This design comes from an exercise in tuning for small area, a short achievable clock period and few clock cycles per item on the open sky130 flow, not from production work.
RTL that was checked went through simulation tests only; none was proved equivalent to the original.
For run 2, only the layout was checked, not whether the RTL still works.

==> flow/design.v, too long to show whole: its modules and the start of the top module <==
// module lys_comp: 176 lines
// module lys_mul: 2632 lines
module lys_comp (
    input  wire        clk,
    input  wire        rst,
    input  wire        start,
    input  wire        clear,
    input  wire        handover,
    input  wire        form,       
    input  wire        unwind,
    input  wire [31:0] r,
    input  wire [31:0] y,
    input  wire [31:0] u0,
    input  wire [31:0] b0,
    input  wire [31:0] b1,
    input  wire [31:0] b2,
    input  wire [31:0] a1,
    input  wire [31:0] a2,
    input  wire [31:0] ki,
    input  wire [31:0] umin,
    input  wire [31:0] umax,
    input  wire [31:0] imin,
    input  wire [31:0] imax,
    output reg         done,
    output reg  [31:0] u,
    output reg         sat
);
  // ...
==> flow/run.sh <==
#!/bin/bash
# synth_recipe.tcl (not shown) runs the flow's synth.tcl, then flattens the netlist and writes it again
# the make line also repeats each setting of config.mk as NAME=value (left out here)
make -C /OpenROAD-flow-scripts/flow DESIGN_CONFIG=/design/flow/config.mk WORK_HOME=/design/flow/orfs CLKGATE_MAP_FILE= SYNTH_SCRIPT=/design/flow/synth_recipe.tcl finish
==> flow/config.mk <==
export PLATFORM = sky130hd
export DESIGN_NAME = lys_comp
export DESIGN_NICKNAME = lys_comp
export VERILOG_FILES = /design/flow/design.v
export SDC_FILE = /design/flow/constraint.sdc
export NUM_CORES = 4
export LEC_CHECK = 0
export CAP_MARGIN = 20
export CORE_MARGIN = 2
export CORE_UTILIZATION = 40
export SLEW_MARGIN = 20
==> flow/constraint.sdc <==
create_clock -name core_clock -period 21.0 [get_ports {clk}]
set_input_delay 4.2000 -clock core_clock [delete_from_list [all_inputs] [get_ports {clk}]]
set_output_delay 4.2000 -clock core_clock [all_outputs]
set_load 0.01 [all_outputs]
==> impl_metrics.csv, run 1 <==
group,metric,value,unit
status,run_status,"complete, no violations",
grt,met3_capacity_usage_during_global_routing,8.21,%
grt,grt.overflow.total,0,
synth,netlist_area_pre_place,0.0631,mm²
worst_setup_path,r2r.worst_path.cells,29,
synth,synthAdderAreaFrac,27.4,%
worst_setup_path,crit-reg2reg-capture,"h1[21]$_SDFFE_PP0P_",
synth,async_reset_ff_share,0,%
cells_and_area,num-clock-buffers,88,
cells_and_area,flops_and_latches,527,
worst_setup_path,crit_path_max_fanout,27,
grt,first_global_vias,58745,
worst_setup_path,cp_common_cell,"sky130_fd_sc_hd__a21o_1",
cells_and_area,multi_input_gate_share_of_total_cell_area,65.0,%
sta,achievable-frequency,91.6,MHz
clocking,post_cts.repair.setup_buffers,0,
worst_setup_path,worstSetupEndpointType,"flop",
synth,synthDominantCellAreaShare,15.2,%
cells_and_area,layout_commonest_cell,"sky130_fd_sc_hd__nand2_1",
clocking,cts-resized-gates,0,
clocking,clock_latency,670,ps
grt,use_met1,42.4,%
worst_setup_path,crit_path_end,"h1[21]$_SDFFE_PP0P_",
worst_setup_path,critical_path_buf_inv_count,2,
grt,grt_pass1_wl,394000,µm
floorplanning,std_cell_core_area,0.156,mm²
worst_setup_path,classification_of_the_worst_setup_path,"flop to flop",
cells_and_area,utilization,46.1,%
grt,grt_max_degree,97,
placed_design,postPlaceCellArea,0.0698,mm²
floorplanning,width_of_the_chip,401,µm
cells_and_area,n_fill_cell,15248,
sta,timing.hold.ws,450,ps
worst_setup_path,r2r_setup_slk,10080,ps
synth,main_combinational_cell_family_by_area_after_synthesis,"adder cells",
Testbench counts, summed over its fixed seeds: cycles 18,305, steps 1,920.
==> module lys_comp, before the edit <==
module lys_comp (
    input  wire        clk,
    input  wire        rst,
    input  wire        start,
    input  wire        clear,
    input  wire        handover,
    input  wire        form,       
    input  wire        unwind,
    input  wire [31:0] r,
    input  wire [31:0] y,
    input  wire [31:0] u0,
    input  wire [31:0] b0,
    input  wire [31:0] b1,
    input  wire [31:0] b2,
    input  wire [31:0] a1,
    input  wire [31:0] a2,
    input  wire [31:0] ki,
    input  wire [31:0] umin,
    input  wire [31:0] umax,
    input  wire [31:0] imin,
    input  wire [31:0] imax,
    output reg         done,
    output reg  [31:0] u,
    output reg         sat
);
    reg  [3:0] ph;
    reg        fq, hq, uq;
    reg signed [31:0] e1, e2, h1, h2, ireg;
    reg signed [32:0] ed;        
    reg        [31:0] xc;        
    reg        [63:0] ps, pc;    
    reg signed [63:0] acc;
    reg signed [31:0] q;         
    reg               msq;       
    reg signed [31:0] it;
    reg               itlt;      
    reg f_ulo, f_uhi, f_ubad, f_ilo, f_ihi, f_ibad;
    wire signed [31:0] s_u0   = u0;
    wire signed [31:0] s_umin = umin;
    wire signed [31:0] s_umax = umax;
    wire signed [31:0] s_imin = imin;
    wire signed [31:0] s_imax = imax;
    wire signed [31:0] e = ed[31:0];
    wire fin = fq ? (ph == 4'd8) : (ph == 4'd7);
    reg [31:0] ma;
    reg        msub;
    always @(*) begin
        msub = 1'b0;
        case (ph)
            4'd1:    ma = e1;
            4'd2:    ma = e;
            4'd3:    ma = fq ? e : e2;
            4'd4:    begin ma = fq ? e2 : h1; msub = ~fq; end
            4'd5:    begin ma = fq ? h1 : h2; msub = 1'b1; end
            default: begin ma = h2; msub = 1'b1; end
        endcase
    end
    reg [31:0] xn;
    always @(*) begin
        case (ph)
            4'd0:    xn = b1;
            4'd1:    xn = fq ? ki : b0;
            4'd2:    xn = fq ? b0 : b2;
            4'd3:    xn = fq ? b2 : a1;
            4'd4:    xn = fq ? a1 : a2;
            default: xn = a2;
        endcase
    end
    wire [63:0] ms, mc;
    lys_mul mul (.a(ma), .x(xc), .sub(msub), .s(ms), .c(mc));
    wire a_first = (ph == 4'd2);
    wire a_int   = fq && (ph == 4'd3);
    wire [63:0] opa = a_first ? 64'd0 :
                      a_int   ? {{5{ireg[31]}}, ireg, 27'd0} : acc;
    wire [63:0] tsum = opa + ps + pc;
    wire [63:0] psum = ps + pc;
    wire        ovf  = (opa[63] == psum[63]) && (tsum[63] != opa[63]);
    wire [63:0] asat = ovf ? (opa[63] ? 64'h8000_0000_0000_0000
                                      : 64'h7FFF_FFFF_FFFF_FFFF) : tsum;
    wire        mv_up  = tsum[26] & ((|tsum[25:0]) | tsum[27]);
    wire        mv_ok  = ((tsum[63:58] == 6'd0) && !((&tsum[57:27]) && mv_up)) ||
                         (tsum[63:58] == 6'h3F);
    wire [31:0] mv_q   = tsum[58:27] + {31'd0, mv_up};
    wire        a_msat = ovf || !mv_ok;
    wire [31:0] a_q    = a_msat ? ((ovf ? opa[63] : tsum[63]) ? 32'h8000_0000 : 32'h7FFF_FFFF)
                                : mv_q;
    wire [31:0] cu = (f_ubad || f_ulo) ? umin : f_uhi ? umax : u0;
    wire [31:0] ci = (f_ibad || f_ilo) ? imin : f_ihi ? imax : u0;
    wire [31:0] itc = (f_ibad || (q < s_imin)) ? imin : (q > s_imax) ? imax : q;
    wire signed [32:0] usum = {it[31], it} + {q[31], q};
    wire signed [31:0] uraw = (usum[32] != usum[31]) ? (usum[32] ? 32'sh8000_0000 : 32'sh7FFF_FFFF)
                                                     : usum[31:0];
    wire signed [31:0] v    = fq ? uraw : q;
    wire        v_lo = f_ubad || (v < s_umin);
    wire        v_hi = v > s_umax;
    wire [31:0] u_n  = v_lo ? umin : v_hi ? umax : v;
    wire        sat_n = v_lo || v_hi || (!fq && msq);
    wire [31:0] i_n  = !sat_n ? it :
                       !uq    ? ireg :
                       v_hi   ? (itlt ? it : ireg) :
                                (itlt ? ireg : it);
    wire signed [32:0] e_sub = {r[31], r} - {y[31], y};
    always @(posedge clk) begin
        fq     <= form;
        hq     <= handover;
        uq     <= unwind;
        f_ulo  <= s_u0 < s_umin;
        f_uhi  <= s_u0 > s_umax;
        f_ubad <= s_umin > s_umax;
        f_ilo  <= s_u0 < s_imin;
        f_ihi  <= s_u0 > s_imax;
        f_ibad <= s_imin > s_imax;
        xc     <= xn;
        ps     <= ms;
        pc     <= mc;
        q      <= a_q;
        msq    <= a_msat;
        if (ph == 4'd0)
            ed <= e_sub;
        else if (ph == 4'd1)
            ed <= (ed[32] != ed[31]) ? (ed[32] ? 33'h1_8000_0000 : 33'h0_7FFF_FFFF) : ed;
        if (a_first || (ph > 4'd2 && !a_int))
            acc <= asat;
        if (ph == 4'd4)
            it <= itc;
        if (ph == 4'd5)
            itlt <= it < ireg;
        if (fin) begin
            u   <= u_n;
            sat <= sat_n;
        end
    end
    always @(posedge clk) begin
        if (rst) begin
            ph   <= 4'd0;
            done <= 1'b0;
            e1   <= 32'd0;
            e2   <= 32'd0;
            h1   <= 32'd0;
            h2   <= 32'd0;
            ireg <= 32'd0;
        end else begin
            done <= fin;
            if (ph == 4'd0) begin
                if (clear) begin
                    e1   <= 32'd0;
                    e2   <= 32'd0;
                    h1   <= 32'd0;
                    h2   <= 32'd0;
                    ireg <= 32'd0;
                end else if (start) begin
                    ph <= 4'd1;
                    if (handover) begin
                        e1 <= 32'd0;
                        e2 <= 32'd0;
                    end
                end
            end else if (fin) begin
                ph <= 4'd0;
                e2 <= e1;
                e1 <= e;
                h2 <= h1;
                h1 <= fq ? q : u_n;
                if (fq)
                    ireg <= i_n;
            end else begin
                ph <= ph + 4'd1;
                if (ph == 4'd1 && hq) begin
                    h1   <= fq ? 32'd0 : cu;
                    h2   <= fq ? 32'd0 : cu;
                    ireg <= ci;
                end
            end
        end
    end
endmodule
==> run 2: changes to the inputs <==
--- a/flow/design.v
+++ b/flow/design.v
@@ -20,61 +20,43 @@
     input  wire [31:0] imin,
     input  wire [31:0] imax,
     output reg         done,
-    output reg  [31:0] u,
+    output wire [31:0] u,
     output reg         sat
 );
-    reg  [3:0] ph;
+    reg  [9:1] p;                
+    wire       p0 = ~|p;
     reg        fq, hq, uq;
     reg signed [31:0] e1, e2, h1, h2, ireg;
-    reg signed [32:0] ed;        
+    reg signed [31:0] lo_u, hi_u, lo_i, hi_i;   
+    reg signed [31:0] ed;        
     reg        [31:0] xc;        
     reg        [63:0] ps, pc;    
-    reg signed [63:0] acc;
+    reg               pneg;      
+    reg signed [63:0] acc;       
     reg signed [31:0] q;         
     reg               msq;       
-    reg signed [31:0] it;
+    reg signed [31:0] it;        
     reg               itlt;      
-    reg f_ulo, f_uhi, f_ubad, f_ilo, f_ihi, f_ibad;
-    wire signed [31:0] s_u0   = u0;
-    wire signed [31:0] s_umin = umin;
-    wire signed [31:0] s_umax = umax;
-    wire signed [31:0] s_imin = imin;
-    wire signed [31:0] s_imax = imax;
-    wire signed [31:0] e = ed[31:0];
-    wire fin = fq ? (ph == 4'd8) : (ph == 4'd7);
-    reg [31:0] ma;
-    reg        msub;
-    always @(*) begin
-        msub = 1'b0;
-        case (ph)
-            4'd1:    ma = e1;
-            4'd2:    ma = e;
-            4'd3:    ma = fq ? e : e2;
-            4'd4:    begin ma = fq ? e2 : h1; msub = ~fq; end
-            4'd5:    begin ma = fq ? h1 : h2; msub = 1'b1; end
-            default: begin ma = h2; msub = 1'b1; end
-        endcase
-    end
-    reg [31:0] xn;
-    always @(*) begin
-        case (ph)
-            4'd0:    xn = b1;
-            4'd1:    xn = fq ? ki : b0;
-            4'd2:    xn = fq ? b0 : b2;
-            4'd3:    xn = fq ? b2 : a1;
-            4'd4:    xn = fq ? a1 : a2;
-            default: xn = a2;
-        endcase
-    end
+    reg               f_ubad, f_ibad;
+    reg               sm_e1, sm_e, sm_e2, sm_h1, sm_h2, msub;
+    reg               af, ai, aa;   
+    assign u = it;
+    wire fin = (p[7] & ~fq) | p[9];
+    wire [31:0] ma = ({32{sm_e1}} & e1) | ({32{sm_e}} & ed) | ({32{sm_e2}} & e2) |
+                     ({32{sm_h1}} & h1) | ({32{sm_h2}} & h2);
     wire [63:0] ms, mc;
     lys_mul mul (.a(ma), .x(xc), .sub(msub), .s(ms), .c(mc));
-    wire a_first = (ph == 4'd2);
-    wire a_int   = fq && (ph == 4'd3);
-    wire [63:0] opa = a_first ? 64'd0 :
-                      a_int   ? {{5{ireg[31]}}, ireg, 27'd0} : acc;
+    wire m_neg = (|ma) & (|xc) & (ma[31] ^ xc[31] ^ msub);
+    wire [31:0] xn = ({32{p0}}          & b1) |
+                     ({32{p[1] &  fq}}  & ki) |
+                     ({32{(p[1] & ~fq) | (p[2] & fq)}} & b0) |
+                     ({32{(p[2] & ~fq) | (p[3] & fq)}} & b2) |
+                     ({32{(p[3] & ~fq) | (p[4] & fq)}} & a1) |
+                     ({32{(p[4] & ~fq) | p[5]}}        & a2);
+    wire [63:0] opa  = ({64{~af & ~ai}} & acc) |
+                       ({64{ai}} & {{5{ireg[31]}}, ireg, 27'd0});
     wire [63:0] tsum = opa + ps + pc;
-    wire [63:0] psum = ps + pc;
-    wire        ovf  = (opa[63] == psum[63]) && (tsum[63] != opa[63]);
+    wire        ovf  = (opa[63] == pneg) && (tsum[63] != opa[63]);
     wire [63:0] asat = ovf ? (opa[63] ? 64'h8000_0000_0000_0000
                                       : 64'h7FFF_FFFF_FFFF_FFFF) : tsum;
     wire        mv_up  = tsum[26] & ((|tsum[25:0]) | tsum[27]);
@@ -84,55 +66,74 @@
     wire        a_msat = ovf || !mv_ok;
     wire [31:0] a_q    = a_msat ? ((ovf ? opa[63] : tsum[63]) ? 32'h8000_0000 : 32'h7FFF_FFFF)
                                 : mv_q;
-    wire [31:0] cu = (f_ubad || f_ulo) ? umin : f_uhi ? umax : u0;
-    wire [31:0] ci = (f_ibad || f_ilo) ? imin : f_ihi ? imax : u0;
-    wire [31:0] itc = (f_ibad || (q < s_imin)) ? imin : (q > s_imax) ? imax : q;
+    wire signed [31:0] w = p[1] ? hi_i : p[2] ? it : q;
+    wire        w_lo = w < lo_i;
+    wire        w_hi = w > hi_i;
+    wire [31:0] itc  = (f_ibad || w_lo) ? lo_i : w_hi ? hi_i : w;
     wire signed [32:0] usum = {it[31], it} + {q[31], q};
     wire signed [31:0] uraw = (usum[32] != usum[31]) ? (usum[32] ? 32'sh8000_0000 : 32'sh7FFF_FFFF)
                                                      : usum[31:0];
-    wire signed [31:0] v    = fq ? uraw : q;
-    wire        v_lo = f_ubad || (v < s_umin);
-    wire        v_hi = v > s_umax;
-    wire [31:0] u_n  = v_lo ? umin : v_hi ? umax : v;
+    wire signed [31:0] v = p[1] ? hi_u : p[2] ? it : fq ? acc[31:0] : q;
+    wire        v_lt = v < lo_u;
+    wire        v_lo = f_ubad || v_lt;
+    wire        v_hi = v > hi_u;
+    wire [31:0] u_n  = v_lo ? lo_u : v_hi ? hi_u : v;
     wire        sat_n = v_lo || v_hi || (!fq && msq);
     wire [31:0] i_n  = !sat_n ? it :
                        !uq    ? ireg :
                        v_hi   ? (itlt ? it : ireg) :
                                 (itlt ? ireg : it);
-    wire signed [32:0] e_sub = {r[31], r} - {y[31], y};
+    wire signed [32:0] e_sub = {acc[31], acc[31:0]} - {acc[63], acc[63:32]};
     always @(posedge clk) begin
-        fq     <= form;
-        hq     <= handover;
-        uq     <= unwind;
-        f_ulo  <= s_u0 < s_umin;
-        f_uhi  <= s_u0 > s_umax;
-        f_ubad <= s_umin > s_umax;
-        f_ilo  <= s_u0 < s_imin;
-        f_ihi  <= s_u0 > s_imax;
-        f_ibad <= s_imin > s_imax;
-        xc     <= xn;
-        ps     <= ms;
-        pc     <= mc;
-        q      <= a_q;
-        msq    <= a_msat;
-        if (ph == 4'd0)
-            ed <= e_sub;
-        else if (ph == 4'd1)
-            ed <= (ed[32] != ed[31]) ? (ed[32] ? 33'h1_8000_0000 : 33'h0_7FFF_FFFF) : ed;
-        if (a_first || (ph > 4'd2 && !a_int))
+        fq    <= form;
+        hq    <= handover;
+        uq    <= unwind;
+        lo_u  <= umin;
+        hi_u  <= umax;
+        lo_i  <= imin;
+        hi_i  <= imax;
+        xc    <= xn;
+        ps    <= ms;
+        pc    <= mc;
+        pneg  <= m_neg;
+        q     <= a_q;
+        msq   <= a_msat;
+        sm_e1 <= p0;
+        sm_e  <= p[1] | (p[2] & fq);
+        sm_e2 <= (p[2] & ~fq) | (p[3] & fq);
+        sm_h1 <= (p[3] & ~fq) | (p[4] & fq);
+        sm_h2 <= (p[4] & ~fq) | p[5];
+        msub  <= (p[3] & ~fq) | p[4] | p[5];
+        af    <= p[1];
+        ai    <= p[2] & fq;
+        aa    <= p[1] | (p[2] & ~fq) | p[3] | p[4] | p[5] | (p[6] & fq);
+        if (p0)
+            acc <= {y, r};
+        else if (p[8])
+            acc <= {q, uraw};
+        else if (aa)
             acc <= asat;
-        if (ph == 4'd4)
+        if (p[1])
+            ed <= (e_sub[32] != e_sub[31]) ? (e_sub[32] ? 32'h8000_0000 : 32'h7FFF_FFFF)
+                                           : e_sub[31:0];
+        if (p[1]) begin
+            f_ubad <= v_lt;
+            f_ibad <= w_lo;
+        end
+        if (p0)
+            it <= u0;
+        else if (p[4])
             it <= itc;
-        if (ph == 4'd5)
+        else if (fin)
+            it <= u_n;
+        if (p[5])
             itlt <= it < ireg;
-        if (fin) begin
-            u   <= u_n;
+        if (fin)
             sat <= sat_n;
-        end
     end
     always @(posedge clk) begin
         if (rst) begin
-            ph   <= 4'd0;
+            p    <= 9'd0;
             done <= 1'b0;
             e1   <= 32'd0;
             e2   <= 32'd0;
@@ -141,35 +142,29 @@
             ireg <= 32'd0;
         end else begin
             done <= fin;
-            if (ph == 4'd0) begin
+            p    <= {p[8], p[7] & fq, p[6:1] & {6{~fin}}, p0 & start};
+            if (p0) begin
                 if (clear) begin
                     e1   <= 32'd0;
                     e2   <= 32'd0;
                     h1   <= 32'd0;
                     h2   <= 32'd0;
                     ireg <= 32'd0;
-                end else if (start) begin
-                    ph <= 4'd1;
-                    if (handover) begin
-                        e1 <= 32'd0;
-                        e2 <= 32'd0;
-                    end
+                end else if (start && handover) begin
+                    e1 <= 32'd0;
+                    e2 <= 32'd0;
                 end
             end else if (fin) begin
-                ph <= 4'd0;
                 e2 <= e1;
-                e1 <= e;
+                e1 <= ed;
                 h2 <= h1;
-                h1 <= fq ? q : u_n;
+                h1 <= fq ? acc[63:32] : u_n;
                 if (fq)
                     ireg <= i_n;
-            end else begin
-                ph <= ph + 4'd1;
-                if (ph == 4'd1 && hq) begin
-                    h1   <= fq ? 32'd0 : cu;
-                    h2   <= fq ? 32'd0 : cu;
-                    ireg <= ci;
-                end
+            end else if (p[2] && hq) begin
+                h1   <= fq ? 32'd0 : u_n;
+                h2   <= fq ? 32'd0 : u_n;
+                ireg <= itc;
             end
         end
     end
==> flow/flow/run.sh (new file) <==
#!/bin/bash
# Own layout flow: the standard synthesis and ORFS layout unchanged, except
# that timing repair (floorplan, CTS, global route) is asked for a setup slack
# of SETUP_SLACK_MARGIN ns, so that the design is sized for a shorter period
# than the clock's. Each step's full output goes to a log file here.
set -uo pipefail
export SETUP_SLACK_MARGIN=15
bash standard.sh synth > log_synth.txt 2>&1 || exit 1
bash standard.sh finish > log_finish.txt 2>&1 || exit 1
==> flow/standard.sh (new file) <==
#!/bin/bash
# synth_recipe.tcl (not shown) runs the flow's synth.tcl, then flattens the netlist and writes it again
# the make line also repeats each setting of config.mk as NAME=value (left out here)
make -C /OpenROAD-flow-scripts/flow DESIGN_CONFIG=/design/flow/config.mk WORK_HOME=/design/flow/orfs CLKGATE_MAP_FILE= SYNTH_SCRIPT=/design/flow/synth_recipe.tcl "${@:-finish}"
removed: flow/run.sh
==> impl_metrics.csv, run 2 <==
group,metric,value,unit
grt,grt_util_all_layers,36.1,%
synth,netlist_area_pre_place,0.0595,mm²
routing,routed_wire_length_per_instance,31.9,µm
clocking,clkSlewWorstSetupHoldPaths,60,ps
synth,netlist_top_cells_area,"sky130_fd_sc_hd__dfxtp_1 17%, sky130_fd_sc_hd__fa_1 16%, sky130_fd_sc_hd__a22oi_1 8.3%",
synth,synthTopCellsByCount,"662 x sky130_fd_sc_hd__a22oi_1, 610 x sky130_fd_sc_hd__inv_1, 530 x sky130_fd_sc_hd__xnor2_1",
synth,cell_accounting_for_the_most_synthesized_area,"sky130_fd_sc_hd__dfxtp_1",
worst_setup_path,startpoint_type_of_the_worst_setup_path,"flop",
sta,achievable-frequency,167,MHz
placed_design,numPortBuffers,456,
synth,postSynthRegisterBits,633,
worst_setup_path,worstSetupEndpointType,"output pin",
cells_and_area,finish.cell_count_without_fillers,8875,
synth,yosysWarnings,1,
worst_setup_path,timing.critical_path.max_delay_family,"buffers and inverters",
synth,synth.avg_cell_area,8.92,µm²
floorplanning,width_of_the_chip,390,µm
worst_setup_path,required,16800,ps
synth,synth-seq-area-share,23.5,%
placed_design,pre_cts_ws,13740,ps
cells_and_area,leading_cell_types_in_the_layout_fill_and_taps_excluded,"661 x sky130_fd_sc_hd__a22oi_1, 607 x sky130_fd_sc_hd__inv_1, 513 x sky130_fd_sc_hd__xnor2_1",
sta,drv_slew,0,
cells_and_area,finalNetCount,8125,
cells_and_area,largestRegisters,"acc x64, ps x63, pc x62",
placed_design,gpl.final_weighted_congestion,1.05,
synth,main_combinational_cell_family_by_area_after_synthesis,"adder cells",
routing,final_antenna_net_count,0,
sta,fin_tns_setup,0,ps
sta,post-route-period-util,28.5,%
sta,maxSlewHeadroom,21.2,%
floorplanning,top_level_ports,457,
clocking,clock_latency,710,ps
placed_design,dpl.hpwl,208000,µm
routing,dr_total_vias,56463,
worst_setup_path,path_cells,"clkdlybuf4s50_1",
status,run_status,"complete, no violations",
clocking,cts_buffers,77,
floorplanning,num_rows,141,
sta,timing.hold.ws,471,ps
clocking,cts_num_sinks,633,
worst_setup_path,worst_path_max_delay_cell,"sky130_fd_sc_hd__clkdlybuf4s50_1",
synth,synth_xor_xnor_area_share,10.0,%
floorplanning,die_h,390,µm
synth,muxShareOfSynthArea,2.85,%
floorplanning,initial_utilization,40.3,%
routing,drt-vias-per-instance,6.36,
grt,grt_pass1_wl,397000,µm
sta,finalHoldViolCount,0,
cells_and_area,largest_reg_flops,64,
synth,synthAdderAreaFrac,23.6,%
routing,route.detailed.drc,0,
min_path,worstHoldPathType,"flop to flop",
cells_and_area,utilization,46.8,%
grt,antenna_violations_before_repair,42,
synth,async_reset_ff_share,0,%
cells_and_area,n_fill_cell,14238,
clocking,cts_tree,"yes",
cells_and_area,final_layout_size_suffix_gt1_share,7.19,%
sta,rsz0062_at_grt,"true",
sta,timing.final.crit_period,5990,ps
sta,fin_worst_skew,33.9,ps
synth,synth_edf_count,132,
clocking,htree_num_levels,3,
cells_and_area,layout_commonest_cell,"sky130_fd_sc_hd__a22oi_1",
job,max_cap_viol_count,0,
routing,first_iter_violations,8018,
routing,route.final.wire_length,283000,µm
routing,first_pass_iters,10,
worst_setup_path,crit_path_max_fanout,2,
synth,post_synth_inst_count,6676,
synth,synthDominantCellAreaShare,16.8,%
clocking,cts-root-buf,"sky130_fd_sc_hd__clkbuf_16",
synth,count_leader_synth,"sky130_fd_sc_hd__a22oi_1",
sta,timing.final.setup_violations,0,
clocking,cts.path.max_buffers,3,
worst_setup_path,critical_path_buf_inv_count,1,
floorplanning,std_cell_core_area,0.148,mm²
worst_setup_path,critical_path_arrival,1790,ps
grt,grt_max_degree,80,
grt,first_global_vias,55087,
synth,synthesis.nets,7935,
placed_design,place.detailed.instances,8665,
cells_and_area,final_design_area_no_fill,0.0692,mm²
synth,yosysUniqueCellTypes,98,
floorplanning,die-area,0.152,mm²
placed_design,postPlaceCellArea,0.0658,mm²
worst_setup_path,timing.critical_path.slowest_cell_delay,660,ps
worst_setup_path,classification_of_the_worst_setup_path,"flop to output pin",
sta,fin_ws,15010,ps
synth,synth_simple_gate_area_share,9.80,%
synth,synth_flop_cell,"sky130_fd_sc_hd__dfxtp_1",
cells_and_area,syn2layout_area_growth,16.2,%
synth,synth_compound_area_share,22.8,%
grt,grt.overflow.total,0,
cells_and_area,register_containing_the_most_flip_flops_in_the_final_layout,"acc",
sta,worst-slew-pin-transition,1180,ps
==> run 2: changes by cell type after synthesis, moves of 46 or more <==
cell	before	now
sky130_fd_sc_hd__ha_1	613	357
sky130_fd_sc_hd__nand2_1	682	430
sky130_fd_sc_hd__xor2_1	390	151
sky130_fd_sc_hd__xnor2_1	310	530
sky130_fd_sc_hd__a22oi_1	497	662
sky130_fd_sc_hd__dfxtp_1	364	501
sky130_fd_sc_hd__a21oi_1	466	364
sky130_fd_sc_hd__nand3_1	168	110
sky130_fd_sc_hd__a21o_1	170	120
sky130_fd_sc_hd__a31oi_1	76	27
sky130_fd_sc_hd__o211ai_1	52	6
==> run 2: metal layers <==
metal  vias to the layer above  GRT usage (%)  part of all wire [%]
li1                      23961              -                     -
met1                     27634           45.6                    38
met2                      3924           55.3                    43
met3                       922           9.40                    11
met4                        22           22.0                   7.4
met5                         -         0.0319                 0.048
==> run 2: repair_timing <==
item | CTS | global route
setup endpoints to repair | 195 | 228
buffers inserted | 34 | 14
hold buffers | 0 | 0
cloned | 2 | 2
resized for setup | 30 | 72
pin swaps | 1 | 5
==> run 2: cells by family (layout without fill, tap and decap cells) <==
group,count (synthesis),after routing
flops,633,633
compound gates,1976,1976
fa+ha+maj,838,838
buf+inv,1145,1390
other cells,0,20
mux,169,169
simple gates,1234,1238
xor+xnor,681,681
==> run 2: layout make-up <==
| type | count | area (µm²) | share of cell area [%] |
|---|---|---|---|
| clock inverters | 35 | 387 | 0.559 |
| flip-flops and latches | 633 | 14000 | 20.2 |
| repair buffers | 636 | 5980 | 8.64 |
| multi-input cells | 4902 | 41800 | 60.5 |
| clock buffers | 103 | 2190 | 3.16 |
| diodes | 20 | 50.0 | 0.0723 |
| inverters | 616 | 2330 | 3.36 |
| well taps | 1930 | 2410 | 3.49 |
==> run 2: worst paths after layout <==
kind	from	to	slack (ps)	cells after the start
worst min-delay path	p[7]$_SDFF_PP0_	p[8]$_SDFF_PP0_	470	2
worst max-delay path	it[1]$_DFFE_PP_	u[1]	15010	1
worst min register to register	p[7]$_SDFF_PP0_	p[8]$_SDFF_PP0_	470	2
worst max register to register	fq$_DFF_P_	it[28]$_DFFE_PP_	15040	18
==> run 3: changes to the inputs <==
--- a/flow/design.v
+++ b/flow/design.v
@@ -39,6 +39,7 @@
     reg               itlt;      
     reg               f_ubad, f_ibad;
     reg               sm_e1, sm_e, sm_e2, sm_h1, sm_h2, msub;
+    reg               clr_q;
     reg               af, ai, aa;   
     assign u = it;
     wire fin = (p[7] & ~fq) | p[9];
@@ -98,7 +99,8 @@
         pneg  <= m_neg;
         q     <= a_q;
         msq   <= a_msat;
-        sm_e1 <= p0;
+        sm_e1 <= p0 & ~handover;    
+        clr_q <= clear | rst;
         sm_e  <= p[1] | (p[2] & fq);
         sm_e2 <= (p[2] & ~fq) | (p[3] & fq);
         sm_h1 <= (p[3] & ~fq) | (p[4] & fq);
@@ -135,37 +137,30 @@
         if (rst) begin
             p    <= 9'd0;
             done <= 1'b0;
+        end else begin
+            done <= fin;
+            p    <= {p[8], p[7] & fq, p[6:1] & {6{~fin}}, p0 & start};
+        end
+        if (clr_q) begin
             e1   <= 32'd0;
             e2   <= 32'd0;
             h1   <= 32'd0;
             h2   <= 32'd0;
             ireg <= 32'd0;
-        end else begin
-            done <= fin;
-            p    <= {p[8], p[7] & fq, p[6:1] & {6{~fin}}, p0 & start};
-            if (p0) begin
-                if (clear) begin
-                    e1   <= 32'd0;
-                    e2   <= 32'd0;
-                    h1   <= 32'd0;
-                    h2   <= 32'd0;
-                    ireg <= 32'd0;
-                end else if (start && handover) begin
-                    e1 <= 32'd0;
-                    e2 <= 32'd0;
-                end
-            end else if (fin) begin
-                e2 <= e1;
-                e1 <= ed;
-                h2 <= h1;
-                h1 <= fq ? acc[63:32] : u_n;
-                if (fq)
-                    ireg <= i_n;
-            end else if (p[2] && hq) begin
-                h1   <= fq ? 32'd0 : u_n;
-                h2   <= fq ? 32'd0 : u_n;
-                ireg <= itc;
-            end
+        end else if (fin) begin
+            e2 <= e1;
+            e1 <= ed;
+            h2 <= h1;
+            h1 <= fq ? acc[63:32] : u_n;
+            if (fq)
+                ireg <= i_n;
+        end else if (p[1] && hq) begin
+            e1 <= 32'd0;
+            e2 <= 32'd0;
+        end else if (p[2] && hq) begin
+            h1   <= fq ? 32'd0 : u_n;
+            h2   <= fq ? 32'd0 : u_n;
+            ireg <= itc;
         end
     end
 endmodule
==> impl_metrics.csv, run 3 <==
group,metric,value,unit
status,run_status,"complete, no violations",
synth,netlist_area_pre_place,0.0600,mm²
grt,antenna_violations_before_repair,32,
synth,synth.avg_cell_area,8.89,µm²
cells_and_area,register_containing_the_most_flip_flops_in_the_final_layout,"acc",
sta,rsz0062_at_grt,"true",
clocking,htree_num_levels,3,
worst_setup_path,timing.critical_path.slowest_cell_delay,710,ps
sta,fin_worst_skew,59.4,ps
worst_setup_path,worst_path_max_delay_cell,"sky130_fd_sc_hd__a21oi_1",
synth,synth_flop_cell,"sky130_fd_sc_hd__dfxtp_1",
synth,yosysUniqueCellTypes,100,
worst_setup_path,classification_of_the_worst_setup_path,"flop to flop",
placed_design,dpl.hpwl,215000,µm
routing,routed_wire_length_per_instance,32.5,µm
routing,drt-vias-per-instance,6.40,
grt,first_global_vias,54682,
synth,synthDominantCellAreaShare,16.8,%
floorplanning,die-area,0.153,mm²
sta,timing.final.setup_violations,0,
synth,cell_accounting_for_the_most_synthesized_area,"sky130_fd_sc_hd__dfxtp_1",
cells_and_area,utilization,47.3,%
job,max_cap_viol_count,0,
floorplanning,num_rows,142,
sta,maxSlewHeadroom,11.5,%
floorplanning,die_h,391,µm
cells_and_area,n_fill_cell,14288,
worst_setup_path,path_cells,"buf_12, nor2_1, a21oi_1, o21ai_0, ha_1, nand2_1, or4_1, or4_1, o21a_1, and4b_1, nor3_2, buf_6, nor4_1, a31oi_1, o221ai_1",
routing,route.detailed.drc,0,
worst_setup_path,crit_path_max_fanout,67,
clocking,clock_latency,730,ps
grt,grt_pass1_wl,406000,µm
sta,worst-slew-pin-transition,1320,ps
synth,synthAdderAreaFrac,24.0,%
worst_setup_path,cp_common_cell,"sky130_fd_sc_hd__or4_1",
synth,muxShareOfSynthArea,3.44,%
sta,achievable-frequency,166,MHz
clocking,cts.path.max_buffers,3,
sta,post-route-period-util,28.7,%
routing,met2_length,120000,µm
synth,synth_xor_xnor_area_share,10.0,%
sta,fin_ws,14980,ps
cells_and_area,largest_reg_flops,64,
cells_and_area,leading_cell_types_in_the_layout_fill_and_taps_excluded,"658 x sky130_fd_sc_hd__a22oi_1, 600 x sky130_fd_sc_hd__inv_1, 510 x sky130_fd_sc_hd__xnor2_1",
grt,grt_max_degree,98,
floorplanning,top_level_ports,457,
worst_setup_path,critical_path_arrival,6430,ps
grt,grt_util_all_layers,36.9,%
routing,first_iter_violations,8696,
clocking,clkSlewWorstSetupHoldPaths,60,ps
placed_design,gpl.final_weighted_congestion,1.03,
floorplanning,initial_utilization,40.2,%
clocking,cts-root-buf,"sky130_fd_sc_hd__clkbuf_16",
clocking,cts_buffers,75,
synth,synth_simple_gate_area_share,10.2,%
sta,timing.final.crit_period,6020,ps
routing,route.final.wire_length,291000,µm
synth,synth_edf_count,132,
floorplanning,width_of_the_chip,391,µm
synth,postSynthRegisterBits,634,
routing,topmost_layer_with_routed_signal_wires,"met5",
clocking,cts_tree,"yes",
cells_and_area,syn2layout_area_growth,17.7,%
synth,synthTopCellsByCount,"661 x sky130_fd_sc_hd__a22oi_1, 604 x sky130_fd_sc_hd__inv_1, 533 x sky130_fd_sc_hd__xnor2_1",
worst_setup_path,critical_path_buf_inv_count,2,
placed_design,pre_cts_ws,14020,ps
cells_and_area,final_layout_size_suffix_gt1_share,8.76,%
synth,netlist_top_cells_area,"sky130_fd_sc_hd__dfxtp_1 17%, sky130_fd_sc_hd__fa_1 16%, sky130_fd_sc_hd__a22oi_1 8.3%",
cells_and_area,finalNetCount,8204,
synth,synthesis.nets,8002,
grt,grt.overflow.total,0,
synth,synth_compound_area_share,21.7,%
sta,fin_tns_setup,0,ps
cells_and_area,largestRegisters,"acc x64, ps x63, pc x62",
worst_setup_path,worstSetupEndpointType,"flop",
synth,main_combinational_cell_family_by_area_after_synthesis,"adder cells",
placed_design,numPortBuffers,456,
min_path,worstHoldPathType,"flop to flop",
routing,met3WireLength,41700,µm
floorplanning,std_cell_core_area,0.149,mm²
worst_setup_path,timing.critical_path.max_delay_family,"compound AO/OA/AOI/OAI gates",
worst_setup_path,startpoint_type_of_the_worst_setup_path,"flop",
sta,finalHoldViolCount,0,
synth,synth-seq-area-share,23.4,%
cells_and_area,layout_commonest_cell,"sky130_fd_sc_hd__a22oi_1",
sta,drv_slew,0,
worst_setup_path,required,21410,ps
sta,timing.hold.ws,456,ps
synth,post_synth_inst_count,6743,
clocking,cts_num_sinks,634,
routing,dr_total_vias,57407,
synth,async_reset_ff_share,0,%
synth,yosysWarnings,1,
routing,wirelength_met1,114000,µm
routing,first_pass_iters,7,
synth,count_leader_synth,"sky130_fd_sc_hd__a22oi_1",
clocking,cts-hold-fix-buffers,0,
routing,final_antenna_net_count,0,
[run 3: area by class of cell]
cell class / instances / area (µm²) / share of cell area [%]
flip-flops and latches: 634 / 14100 / 19.9
clock buffers: 100 / 2210 / 3.13
clock inverters: 38 / 527 / 0.747
diodes: 18 / 45.0 / 0.0638
multi-input cells: 4963 / 42700 / 60.5
repair buffers: 662 / 6270 / 8.89
inverters: 609 / 2300 / 3.27
well taps: 1944 / 2430 / 3.45
[run 3: worst paths after layout]
| path | from | endpoint | slack (ps) | cells past startpoint |
|---|---|---|---|---|
| max | p[2]$_SDFF_PP0_ | it[17]$_DFFE_PP_ | 14980 | 15 |
| min | p[7]$_SDFF_PP0_ | p[8]$_SDFF_PP0_ | 460 | 2 |
| max reg2reg | p[2]$_SDFF_PP0_ | it[17]$_DFFE_PP_ | 14980 | 15 |
| min reg2reg | p[7]$_SDFF_PP0_ | p[8]$_SDFF_PP0_ | 460 | 2 |
[run 3: what timing repair did]
item                                    4_1_cts  5_1_grt
pin swaps                                     4       22
resized for setup                            70      133
setup buffers                                36       37
endpoints found under the setup margin      227      208
cloned                                        1        2
[run 3: kinds of logic (layout without fill, tap and decap cells)]
group	after synthesis	after routing
AOI/OAI and AO/OA	1918	1919
and+or+nand+nor	1293	1293
buffers and inverters	1147	1409
adders and majority gates	867	867
xor gates and xnor gates	683	683
DFF	634	634
muxes	201	201
other	0	18
[run 3: routing by layer]
layer	track usage (%)	vias up
li1	-	24200
met1	49.4	28277
met2	53.9	4177
met3	12.7	731
met4	15.5	22
met5	0	-
[run 3: worst min-delay path: cells and delay by family, from the launching register on]
family           cells  cell delay [ps]
flip-flops           1              330
AND/OR/NAND/NOR      2               90
[run 3: metrics by stage]
| stage | std cells | instance area [µm²] |
|---|---|---|
| 6_report | 8968 | 70600 |
| 5_1_grt | 8950 | 70500 |
| 4_1_cts | 8911 | 69500 |
| 3_5_place_dp | 8736 | 66300 |
| 3_3_place_gp | 8736 | 66200 |
| 2_1_floorplan | 6743 | 60000 |
Testbench counts of run 3, summed over its fixed seeds: cycles 19,330, steps 1,920.
==> run 4: changes to the inputs <==
==> flow/flow/run.sh (replaced) <==
#!/bin/bash
# Own layout flow: the standard synthesis and ORFS layout unchanged, except
# that
#  - timing repair (floorplan, CTS, global route) is asked for a setup slack
#    of SETUP_SLACK_MARGIN ns, so the design is sized for a shorter period
#    than the clock's;
#  - every port still gets its buffer, but a plain buf_2 instead of the
#    delay-buffer cell buffer_ports picks by default.
# Each step's full output goes to a log file here.
set -uo pipefail
export SETUP_SLACK_MARGIN=15.5
export BUFFER_PORTS_ARGS="-buffer_cell sky130_fd_sc_hd__buf_2"
bash standard.sh synth > log_synth.txt 2>&1 || exit 1
bash standard.sh finish > log_finish.txt 2>&1 || exit 1
--- a/flow/config.mk
+++ b/flow/config.mk
@@ -7,5 +7,5 @@
 export LEC_CHECK = 0
 export CAP_MARGIN = 20
 export CORE_MARGIN = 2
-export CORE_UTILIZATION = 40
+export CORE_UTILIZATION = 50
 export SLEW_MARGIN = 20
==> impl_metrics.csv, run 4 <==
group,metric,value,unit
status,run_status,"complete, no violations",
synth,post_synth_inst_count,6743,
synth,netlist_top_cells_area,"sky130_fd_sc_hd__dfxtp_1 17%, sky130_fd_sc_hd__fa_1 16%, sky130_fd_sc_hd__a22oi_1 8.3%",
cells_and_area,layout_commonest_cell,"sky130_fd_sc_hd__a22oi_1",
worst_setup_path,critical_path_arrival,1500,ps
sta,timing.final.setup_violations,0,
floorplanning,width_of_the_chip,350,µm
synth,yosysUniqueCellTypes,100,
synth,synthTopCellsByCount,"661 x sky130_fd_sc_hd__a22oi_1, 604 x sky130_fd_sc_hd__inv_1, 533 x sky130_fd_sc_hd__xnor2_1",
floorplanning,num_rows,127,
job,max_cap_viol_count,0,
min_path,worstHoldPathType,"flop to flop",
cells_and_area,largestRegisters,"acc x64, ps x63, pc x62",
sta,fin_tns_setup,0,ps
floorplanning,top_level_ports,457,
worst_setup_path,required,16800,ps
clocking,cts_num_sinks,634,
floorplanning,initial_utilization,50.2,%
min_path,hold_path_startpoint,"p[7]$_SDFF_PP0_",
worst_setup_path,worst_path_max_delay_cell,"sky130_fd_sc_hd__edfxtp_1",
sta,timing.final.crit_period,5700,ps
worst_setup_path,r2r_start,"sm_e1$_DFF_P_",
synth,synth_edf_count,132,
placed_design,numPortBuffers,456,
worst_setup_path,timing.critical_path.max_delay_family,"flip-flops",
synth,postSynthRegisterBits,634,
cells_and_area,finalNetCount,8322,
cells_and_area,n_fill_cell,10798,
routing,drt-vias-per-instance,6.69,
synth,synthDominantCellAreaShare,16.8,%
worst_setup_path,timing.critical_path.slowest_cell_delay,590,ps
synth,async_reset_ff_share,0,%
cells_and_area,final_layout_size_suffix_gt1_share,17.6,%
floorplanning,die_h,350,µm
grt,grt_util_all_layers,45.1,%
clocking,clkSlewWorstSetupHoldPaths,60,ps
routing,final_antenna_net_count,0,
grt,grt_pass1_wl,398000,µm
routing,route.final.wire_length,290000,µm
worst_setup_path,critical_path_buf_inv_count,1,
routing,routed_wire_length_per_instance,33.1,µm
sta,finalHoldViolCount,0,
routing,route.detailed.drc,0,
clocking,cts_buffers,74,
clocking,cts_tree,"yes",
floorplanning,std_cell_core_area,0.119,mm²
routing,dr_total_vias,58553,
grt,grt.overflow.total,0,
routing,first_iter_violations,9525,
synth,yosysWarnings,1,
cells_and_area,syn2layout_area_growth,16.6,%
sta,worst-slew-pin-transition,1290,ps
synth,synth.avg_cell_area,8.89,µm²
synth,cell_accounting_for_the_most_synthesized_area,"sky130_fd_sc_hd__dfxtp_1",
grt,antenna_violations_before_repair,43,
sta,fin_worst_skew,40.7,ps
grt,first_global_vias,54766,
worst_setup_path,startpoint_type_of_the_worst_setup_path,"flop",
floorplanning,die-area,0.123,mm²
worst_setup_path,path_cells,"buf_2",
synth,netlist_area_pre_place,0.0600,mm²
clocking,cts-root-buf,"sky130_fd_sc_hd__clkbuf_16",
clocking,htree_num_levels,3,
cells_and_area,largest_reg_flops,64,
grt,grt_max_degree,86,
cells_and_area,leading_cell_types_in_the_layout_fill_and_taps_excluded,"644 x sky130_fd_sc_hd__a22oi_1, 600 x sky130_fd_sc_hd__inv_1, 508 x sky130_fd_sc_hd__xnor2_1",
worst_setup_path,crit_path_max_fanout,2,
worst_setup_path,r2r_setup_slk,15420,ps
placed_design,gpl.final_weighted_congestion,1.04,
sta,drv_slew,0,
sta,maxSlewHeadroom,11.8,%
synth,synthesis.nets,8002,
sta,rsz0062_at_grt,"true",
clocking,clock_latency,700,ps
worst_setup_path,classification_of_the_worst_setup_path,"flop to output pin",
synth,synth-seq-area-share,23.4,%
synth,count_leader_synth,"sky130_fd_sc_hd__a22oi_1",
cells_and_area,register_containing_the_most_flip_flops_in_the_final_layout,"acc",
placed_design,dpl.hpwl,204000,µm
sta,post-route-period-util,27.1,%
worst_setup_path,worstSetupEndpointType,"output pin",
synth,synth_flop_cell,"sky130_fd_sc_hd__dfxtp_1",
worst_setup_path,worstSetupStartpoint,"it[1]$_DFFE_PP_",
clocking,cts.path.max_buffers,3,
sta,achievable-frequency,175,MHz
routing,first_pass_iters,11,
==> run 4: cell counts after synthesis <==
No cell type changed its count.
==> run 4: cells by family after synthesis <==
logic type	synth area share [%]
simple gates	10.2
compound gates	21.7
xor+xnor	10.0
fa+ha+maj	24.0
mux	3.44
flops	23.4
buf+inv	7.25
==> run 4: through the flow <==
stage	setup WS (ps)	util, %	instance area [µm²]	std cells	hold slack (ps)
after CTS	15340	56.9	68000	8644	443
final	15300	58.5	69900	8752	447
after floorplan	15700	-	60000	6743	423
after global routing	15320	58.5	69900	8741	487
after detailed placement	14200	53.2	63600	8405	435
after global placement	14150	53.2	63500	8405	434
==> run 4: path summary, 6_finish.rpt <==
check / end / cells after the start
setup / recovery: u[1] / 1
hold / removal: p[8]$_SDFF_PP0_ / 2
setup reg to reg: ps[33]$_DFF_P_ / 15
hold reg to reg: p[8]$_SDFF_PP0_ / 2
==> run 4: repair_timing <==
action                     in CTS  in global routing
resized for setup             198                234
pin swaps                      19                 80
cloned                          3                 11
setup endpoints to repair     302                253
hold buffers                    0                  0
setup buffers                 101                 78
==> run 4: final cells by class <==
| class | instances | area (µm²) | share of cell area (%) |
|---|---|---|---|
| antenna | 18 | 45.0 | 0.0645 |
| clock inverter | 26 | 233 | 0.333 |
| timing repair buffer | 781 | 5650 | 8.09 |
| sequential | 634 | 14100 | 20.1 |
| tap | 1612 | 2020 | 2.89 |
| inverter | 609 | 2300 | 3.29 |
| multi-input combinational | 4963 | 43300 | 62.0 |
| clock buffer | 109 | 2240 | 3.21 |
==> run 4: worst register-to-register path: stages (launching register included) <==
cell and delay (ps):
sky130_fd_sc_hd__dfxtp_1 320, sky130_fd_sc_hd__buf_12 170, sky130_fd_sc_hd__a222oi_1 490, sky130_fd_sc_hd__nand2_1 140, sky130_fd_sc_hd__buf_8 230, sky130_fd_sc_hd__a22oi_1 360, sky130_fd_sc_hd__xnor2_1 160, sky130_fd_sc_hd__fa_1 590
sky130_fd_sc_hd__fa_1 610, sky130_fd_sc_hd__inv_1 80, sky130_fd_sc_hd__fa_1 530, sky130_fd_sc_hd__inv_1 60, sky130_fd_sc_hd__fa_1 510, sky130_fd_sc_hd__fa_1 540, sky130_fd_sc_hd__fa_1 560, sky130_fd_sc_hd__inv_1 70
==> run 4: metal layers <==
layer	GRT usage (%)	share of wire [%]	vias to the layer above
li1	-	-	24469
met3	18.8	16	972
met1	59.2	37	28413
met2	64.4	41	4661
met4	20.5	6.0	38
met5	0	0.12	-
==> run 5: changes to the inputs <==
--- a/flow/design.v
+++ b/flow/design.v
@@ -20,7 +20,7 @@
     input  wire [31:0] imin,
     input  wire [31:0] imax,
     output reg         done,
-    output wire [31:0] u,
+    output reg  [31:0] u,
     output reg         sat
 );
     reg  [9:1] p;                
@@ -41,7 +41,6 @@
     reg               sm_e1, sm_e, sm_e2, sm_h1, sm_h2, msub;
     reg               clr_q;
     reg               af, ai, aa;   
-    assign u = it;
     wire fin = (p[7] & ~fq) | p[9];
     wire [31:0] ma = ({32{sm_e1}} & e1) | ({32{sm_e}} & ed) | ({32{sm_e2}} & e2) |
                      ({32{sm_h1}} & h1) | ({32{sm_h2}} & h2);
@@ -126,12 +125,10 @@
             it <= u0;
         else if (p[4])
             it <= itc;
-        else if (fin)
-            it <= u_n;
         if (p[5])
             itlt <= it < ireg;
-        if (fin)
-            sat <= sat_n;
+        u     <= u_n;
+        sat   <= sat_n;
     end
     always @(posedge clk) begin
         if (rst) begin
==> flow/flow/run.sh (replaced) <==
#!/bin/bash
# Own layout flow: the standard synthesis and ORFS layout unchanged, except
# that
#  - timing repair (floorplan, CTS, global route) is asked for a setup slack
#    of SETUP_SLACK_MARGIN ns, so the design is sized for a shorter period
#    than the clock's;
#  - every port still gets its buffer, but a plain buf_1 (upsized by repair where needed) instead of the
#    delay-buffer cell buffer_ports picks by default.
# Each step's full output goes to a log file here.
set -uo pipefail
export SETUP_SLACK_MARGIN=15.5
export BUFFER_PORTS_ARGS="-buffer_cell sky130_fd_sc_hd__buf_1"
bash standard.sh synth > log_synth.txt 2>&1 || exit 1
bash standard.sh finish > log_finish.txt 2>&1 || exit 1
--- a/flow/config.mk
+++ b/flow/config.mk
@@ -5,6 +5,7 @@
 export SDC_FILE = /design/flow/constraint.sdc
 export NUM_CORES = 4
 export LEC_CHECK = 0
+export ABC_AREA = 1
 export CAP_MARGIN = 20
 export CORE_MARGIN = 2
 export CORE_UTILIZATION = 50
==> impl_metrics.csv, run 5 <==
group,metric,value,unit
placed_design,numPortBuffers,456,
clocking,cts.path.max_buffers,3,
floorplanning,num_rows,128,
clocking,cts-root-buf,"sky130_fd_sc_hd__clkbuf_16",
synth,synth-seq-area-share,24.0,%
synth,netlist_area_pre_place,0.0610,mm²
clocking,cts_num_sinks,666,
synth,async_reset_ff_share,0,%
synth,synthTopCellsByCount,"1442 x sky130_fd_sc_hd__nand2_1, 1006 x sky130_fd_sc_hd__inv_1, 616 x sky130_fd_sc_hd__xor2_1",
clocking,clkSlewWorstSetupHoldPaths,70,ps
grt,grt_max_degree,100,
floorplanning,std_cell_core_area,0.121,mm²
synth,synth_edf_count,131,
routing,route.final.wire_length,285000,µm
synth,synth_compound_area_share,17.1,%
synth,postSynthRegisterBits,666,
floorplanning,top_level_ports,457,
worst_setup_path,timing.critical_path.slowest_cell_delay,360,ps
min_path,hold_path_startpoint,"p[6]$_SDFF_PP0_",
synth,synth_xor_xnor_area_share,9.67,%
worst_setup_path,critical_path_arrival,1260,ps
worst_setup_path,critical_path_buf_inv_count,1,
worst_setup_path,r2r_setup_slk,15590,ps
sta,achievable-frequency,183,MHz
synth,post_synth_inst_count,7893,
worst_setup_path,r2r.worst_path.cells,23,
routing,route.detailed.drc,0,
cells_and_area,finalNetCount,9352,
min_path,worstHoldEndpoint,"p[7]$_SDFF_PP0_",
synth,cell_accounting_for_the_most_synthesized_area,"sky130_fd_sc_hd__dfxtp_1",
cells_and_area,n_fill_cell,11672,
grt,grt_pass1_wl,406000,µm
synth,count_leader_synth,"sky130_fd_sc_hd__nand2_1",
synth,synth_simple_gate_area_share,16.7,%
synth,yosysWarnings,1,
routing,routed_wire_length_per_instance,29.1,µm
synth,yosysUniqueCellTypes,63,
cells_and_area,register_containing_the_most_flip_flops_in_the_final_layout,"acc",
routing,final_antenna_net_count,0,
routing,first_pass_iters,7,
synth,main_combinational_cell_family_by_area_after_synthesis,"adder cells",
sta,finalHoldViolCount,0,
sta,timing.final.crit_period,5460,ps
floorplanning,width_of_the_chip,353,µm
worst_setup_path,startpoint_type_of_the_worst_setup_path,"flop",
synth,synthDominantCellAreaShare,17.6,%
routing,dr_total_vias,60553,
cells_and_area,regArea,0.0147,mm²
sta,fin_worst_skew,42.0,ps
worst_setup_path,r2r_start,"acc[1]$_DFFE_PP_",
worst_setup_path,classification_of_the_worst_setup_path,"flop to output pin",
floorplanning,initial_utilization,50.3,%
clocking,cts_tree,"yes",
clocking,clock_latency,720,ps
sta,drv_slew,0,
status,run_status,"complete, no violations",
worst_setup_path,required,16800,ps
grt,grt.overflow.total,0,
cells_and_area,leading_cell_types_in_the_layout_fill_and_taps_excluded,"1435 x sky130_fd_sc_hd__nand2_1, 980 x sky130_fd_sc_hd__inv_1, 599 x sky130_fd_sc_hd__xor2_1",
sta,worst-slew-pin-transition,1380,ps
grt,antenna_violations_before_repair,20,
synth,synthAdderAreaFrac,23.0,%
floorplanning,die-area,0.125,mm²
cells_and_area,syn2layout_area_growth,11.4,%
min_path,holdPathStages,2,
synth,netlist_top_cells_area,"sky130_fd_sc_hd__dfxtp_1 18%, sky130_fd_sc_hd__fa_1 16%, sky130_fd_sc_hd__nand2_1 8.9%",
cells_and_area,largest_reg_flops,64,
sta,rsz0062_at_grt,"true",
floorplanning,die_h,353,µm
placed_design,dpl.hpwl,214000,µm
worst_setup_path,crit-reg2reg-capture,"acc[7]$_DFFE_PP_",
cells_and_area,multi_input_comb_area,0.0417,mm²
cells_and_area,largestRegisters,"acc x64, ps x63, pc x62",
sta,post-route-period-util,26.0,%
min_path,worstHoldPathType,"flop to flop",
synth,synth_flop_cell,"sky130_fd_sc_hd__dfxtp_1",
clocking,cts_buffers,82,
sta,maxSlewHeadroom,7.06,%
routing,drt-vias-per-instance,6.18,
synth,muxShareOfSynthArea,0.0492,%
sta,timing.final.setup_violations,0,
grt,first_global_vias,59572,
worst_setup_path,worst_path_max_delay_cell,"sky130_fd_sc_hd__dfxtp_1",
worst_setup_path,worstSetupEndpointType,"output pin",
worst_setup_path,timing.critical_path.max_delay_family,"flip-flops",
synth,synthesis.nets,9152,
synth,synth.avg_cell_area,7.73,µm²
routing,first_iter_violations,7443,
worst_setup_path,crit_path_max_fanout,1,
cells_and_area,final_layout_size_suffix_gt1_share,6.12,%
sta,fin_tns_setup,0,ps
worst_setup_path,path_cells,"buf_1",
clocking,cts-hold-fix-buffers,0,
placed_design,gpl.final_weighted_congestion,1.09,
job,max_cap_viol_count,0,
cells_and_area,layout_commonest_cell,"sky130_fd_sc_hd__nand2_1",
clocking,htree_num_levels,3,
grt,grt_util_all_layers,44.5,%
-- run 5: cell count changes in the layout (fill, tap and decap cells not counted), sizes merged, moves of 64 or more --
cell	before	now
nand2	371	1464
a22oi	662	36
o22ai	3	519
xnor2	534	39
xor2	149	626
inv	609	1025
nand3	120	366
buf	771	576
mux2i	162	3
a21oi	350	498
o21ai	357	462
a21o	107	12
nor2	378	462
a222oi	64	0
-- run 5: what timing repair did --
item,CTS,global route
pin swaps,1,0
gates resized for setup,35,119
setup buffers,8,1
cloned,0,1
setup endpoints to repair,185,202
-- run 5: final cells by class --
type / count / share of cell area (%)
multi-input cells: 5726 / 61.3
flip-flops and latches: 666 / 21.6
inverters: 1035 / 5.79
repair buffers: 581 / 4.32
clock buffers: 111 / 3.38
well taps: 1625 / 2.99
clock inverters: 40 / 0.574
diodes: 9 / 0.0331
repair inverters: 1 / 0.0110
-- run 5: worst max-delay path by stage --
stage,startpoint,to,slack [ps],cells after the start
2_1_floorplan,msub$_DFF_P_,ps[32]$_DFF_P_,15700,14
3_3_place_gp,msub$_DFF_P_,ps[38]$_DFF_P_,14690,15
3_5_place_dp,msub$_DFF_P_,ps[38]$_DFF_P_,14670,15
4_1_cts,xc[9]$_DFF_P_,ps[38]$_DFF_P_,15430,16
5_1_grt,fq$_DFF_P_,h2[14]$_SDFFE_PP0P_,15490,18
6_report,u[9]$_DFF_P_,u[9],15540,1
-- run 5: worst min-delay path: stages (launching register included) --
cell                      delay [ps]
sky130_fd_sc_hd__dfxtp_1         330
sky130_fd_sc_hd__nand2_1          70
sky130_fd_sc_hd__nor2_1           30
-- run 5: routing by layer --
metal  track usage [%]  up-vias  part of all wire (%)
li1                  -    26503                     -
met1              53.1    28581                    36
met2              68.8     4187                    43
met3              11.4     1270                    12
met4              34.0       12                   9.2
met5                 0        -                 0.034
-- run 5: kinds of logic (layout without fill, tap and decap cells) --
| group | after synthesis | count (layout) |
|---|---|---|
| buffers and inverters | 1501 | 1768 |
| xor gates and xnor gates | 665 | 665 |
| muxes | 3 | 3 |
| adders and majority gates | 836 | 836 |
| AOI/OAI and AO/OA | 1786 | 1786 |
| other | 0 | 9 |
| DFF | 666 | 666 |
| and+or+nand+nor | 2436 | 2436 |
-- run 5: stage by stage --
| stage | instance area, µm² | cells | setup WS (ps) | util [%] | hold WS (ps) |
|---|---|---|---|---|---|
| after global placement | 64700 | 9623 | 14690 | 53.3 | 453 |
| after detailed placement | 64700 | 9623 | 14670 | 53.3 | 456 |
| final | 68000 | 9794 | 15540 | 56.0 | 466 |
| after floorplan | 61000 | 7893 | 15700 | - | 429 |
| after CTS | 67500 | 9782 | 15430 | 55.6 | 464 |
| after global routing | 67900 | 9786 | 15490 | 56.0 | 488 |
Testbench counts of run 5, summed over its fixed seeds: cycles 19,330, steps 1,920.
==> run 6: changes to the inputs <==
--- a/flow/config.mk
+++ b/flow/config.mk
@@ -9,4 +9,5 @@
 export CAP_MARGIN = 20
 export CORE_MARGIN = 2
 export CORE_UTILIZATION = 50
+export PLACE_DENSITY = 0.7
 export SLEW_MARGIN = 20
==> impl_metrics.csv, run 6 <==
group,metric,value,unit
placed_design,gpl.final_weighted_congestion,1.13,
grt,first_global_vias,60084,
grt,grt.overflow.total,0,
synth,synthDominantCellAreaShare,17.6,%
worst_setup_path,r2r_start,"sm_h2$_DFF_P_",
floorplanning,die-area,0.125,mm²
worst_setup_path,crit_path_max_fanout,33,
synth,synth.avg_cell_area,7.73,µm²
placed_design,pre_cts_ws,14780,ps
min_path,holdPathStages,2,
synth,count_leader_synth,"sky130_fd_sc_hd__nand2_1",
min_path,worstHoldEndpoint,"p[7]$_SDFF_PP0_",
cells_and_area,syn2layout_area_growth,11.5,%
worst_setup_path,worstSetupEndpointType,"flop",
cells_and_area,final_layout_size_suffix_gt1_share,6.24,%
clocking,cts_tree,"yes",
clocking,cts-root-buf,"sky130_fd_sc_hd__clkbuf_16",
grt,antenna_violations_before_repair,20,
cells_and_area,largestRegisters,"acc x64, ps x63, pc x62",
synth,yosysUniqueCellTypes,63,
worst_setup_path,r2r.worst_path.cells,14,
sta,maxSlewHeadroom,15.8,%
sta,rsz0062_at_grt,"false",
cells_and_area,finalNetCount,9359,
synth,synthTopCellsByCount,"1442 x sky130_fd_sc_hd__nand2_1, 1006 x sky130_fd_sc_hd__inv_1, 616 x sky130_fd_sc_hd__xor2_1",
routing,drt-vias-per-instance,6.34,
sta,post-route-period-util,26.1,%
worst_setup_path,startpoint_type_of_the_worst_setup_path,"flop",
routing,route.detailed.drc,0,
synth,synth_flop_cell,"sky130_fd_sc_hd__dfxtp_1",
cells_and_area,largest_reg_flops,64,
min_path,hold_path_startpoint,"p[6]$_SDFF_PP0_",
cells_and_area,final_design_area_no_fill,0.0681,mm²
clocking,cts_buffers,78,
synth,netlist_area_pre_place,0.0610,mm²
sta,finalHoldViolCount,0,
routing,route.final.wire_length,297000,µm
job,max_cap_viol_count,0,
clocking,cts.path.max_buffers,3,
sta,drv_slew,0,
synth,yosysWarnings,1,
status,run_status,"complete, no violations",
synth,async_reset_ff_share,0,%
synth,synthesis.nets,9152,
cells_and_area,leading_cell_types_in_the_layout_fill_and_taps_excluded,"1435 x sky130_fd_sc_hd__nand2_1, 984 x sky130_fd_sc_hd__inv_1, 599 x sky130_fd_sc_hd__xor2_1",
floorplanning,die_h,353,µm
synth,cell_accounting_for_the_most_synthesized_area,"sky130_fd_sc_hd__dfxtp_1",
synth,postSynthRegisterBits,666,
grt,grt_pass1_wl,421000,µm
synth,netlist_top_cells_area,"sky130_fd_sc_hd__dfxtp_1 18%, sky130_fd_sc_hd__fa_1 16%, sky130_fd_sc_hd__nand2_1 8.9%",
floorplanning,initial_utilization,50.3,%
sta,achievable-frequency,182,MHz
routing,first_iter_violations,8836,
worst_setup_path,required,21610,ps
routing,final_antenna_net_count,0,
grt,grt_max_degree,97,
floorplanning,std_cell_core_area,0.121,mm²
sta,timing.final.setup_violations,0,
sta,worst-slew-pin-transition,1250,ps
floorplanning,top_level_ports,457,
clocking,clkSlewWorstSetupHoldPaths,60,ps
sta,fin_ws,15510,ps
floorplanning,width_of_the_chip,353,µm
cells_and_area,layout_commonest_cell,"sky130_fd_sc_hd__nand2_1",
worst_setup_path,classification_of_the_worst_setup_path,"flop to flop",
clocking,clock_latency,750,ps
worst_setup_path,critical_path_arrival,6100,ps
floorplanning,num_rows,128,
placed_design,dpl.hpwl,222000,µm
worst_setup_path,crit-reg2reg-capture,"ps[32]$_DFF_P_",
min_path,worstHoldPathType,"flop to flop",
sta,fin_worst_skew,47.8,ps
routing,first_pass_iters,10,
grt,grt_util_all_layers,46.4,%
clocking,cts_num_sinks,666,
synth,synth_edf_count,131,
routing,routed_wire_length_per_instance,30.3,µm
synth,synth-seq-area-share,24.0,%
cells_and_area,register_containing_the_most_flip_flops_in_the_final_layout,"acc",
placed_design,numPortBuffers,456,
placed_design,postPlaceCellArea,0.0646,mm²
synth,post_synth_inst_count,7893,
clocking,htree_num_levels,3,
sta,timing.final.crit_period,5490,ps
clocking,cts-hold-fix-buffers,0,
worst_setup_path,r2r_setup_slk,15510,ps
sta,fin_tns_setup,0,ps
routing,dr_total_vias,62080,
==> run 6: layout make-up <==
| cell class | count | area [µm²] |
|---|---|---|
| repair buffers | 591 | 2950 |
| fillers | 11374 | 53300 |
| clock buffers | 112 | 2280 |
| flip-flops and latches | 666 | 14700 |
| well taps | 1625 | 2030 |
| repair inverters | 2 | 15.0 |
| diodes | 6 | 15.0 |
| multi-input cells | 5726 | 41700 |
| clock inverters | 31 | 500 |
| inverters | 1035 | 3940 |
==> run 6: logic make-up after synthesis <==
family                     Yosys count  share of synthesized area [%]
and+or+nand+nor                   2436                           16.7
adders and majority gates          836                           23.0
buffers and inverters             1501                           9.45
muxes                                3                         0.0492
DFF                                666                           24.0
xor gates and xnor gates           665                           9.67
AOI/OAI and AO/OA                 1786                           17.1
==> run 6: worst max path at each step <==
| stage | from | endpoint | slack (ps) |
|---|---|---|---|
| finish | sm_h2$_DFF_P_ | ps[32]$_DFF_P_ | 15510 |
| global route | sm_e2$_DFF_P_ | ps[36]$_DFF_P_ | 15500 |
| CTS | fq$_DFF_P_ | h2[1]$_SDFFE_PP0P_ | 15480 |
| detailed placement | ai$_DFF_P_ | acc[19]$_DFFE_PP_ | 14780 |
| global placement | msub$_DFF_P_ | ps[38]$_DFF_P_ | 14830 |
| floorplan | msub$_DFF_P_ | ps[32]$_DFF_P_ | 15700 |
==> run 6: what timing repair did <==
| action | CTS | global route |
|---|---|---|
| buffers inserted | 9 | 9 |
| resized for setup | 64 | 78 |
| cloned | 2 | 1 |
| pin swaps | 0 | 1 |
| setup endpoints to repair | 213 | 221 |
| hold endpoints to repair | 0 | 0 |
==> run 6: metal layers <==
metal	up-vias	global-route usage, %	part of all wire, %
li1	26517	-	-
met1	29201	54.1	34
met2	4919	67.8	41
met3	1427	16.2	14
met4	16	40.6	11
met5	-	0.226	0.040
==> run 6: worst max-delay path, cell delays in order, from the launching register on <==
cell                       delay (ps)
sky130_fd_sc_hd__dfxtp_4          370
sky130_fd_sc_hd__buf_8            250
sky130_fd_sc_hd__a221oi_4         330
sky130_fd_sc_hd__buf_4            600
sky130_fd_sc_hd__o22ai_1          200
sky130_fd_sc_hd__xor2_1           200
sky130_fd_sc_hd__fa_1             500
sky130_fd_sc_hd__fa_1             510
sky130_fd_sc_hd__inv_1             70
sky130_fd_sc_hd__fa_1             530
sky130_fd_sc_hd__inv_1             60
sky130_fd_sc_hd__fa_1             520
sky130_fd_sc_hd__fa_1             540
sky130_fd_sc_hd__fa_1             560
sky130_fd_sc_hd__inv_1             40
==> run 6: stage by stage <==
step / util, % / hold WS (ps) / cells
CTS: 55.8 / 467 / 9776
global placement: 53.2 / 457 / 9622
finish: 56.1 / 468 / 9794
floorplan: - / 429 / 7893
detailed placement: 53.2 / 459 / 9622
global route: 56.1 / 486 / 9788

[static timing again, ports no longer ideal]
In the flow no input, the clock included, has a driving cell. The finished layouts below were timed again as built, in two steps.
Step 1 assumes that a clkbuf_16 drives the clock port and a buf_2 every other input.
Step 2 adds t to the input delays and takes it off the output delays; t is the mean of the earliest and latest rising clock arrival at the registers after step 1. Input paths then give back, and output paths get back, about the clock's delay inside the block.
Three values: ideal ports, drivers, drivers and shift; two values: the first two.
run	t (ns)	slack for setup (ns)	worst setup path after step 2	worst slew at a driven data input, ns
run 1	0.743	10.080 / 10.080 / 10.080	register to register	0.11
run 2	0.764	15.006 / 14.931 / 14.314	input to register	0.17
run 3	0.782	14.980 / 14.925 / 14.641	input to register	0.08
run 4	0.749	15.300 / 15.227 / 15.422	register to register	0.14
run 5	0.788	15.540 / 15.455 / 15.587	register to register	0.08
run 6	0.818	15.510 / 15.436 / 15.131	input to register	0.09
After both steps every run listed still meets setup and hold. The setup slack of run 2, which loses most, moves by -0.075 ns with the drivers and by -0.692 ns with both steps.
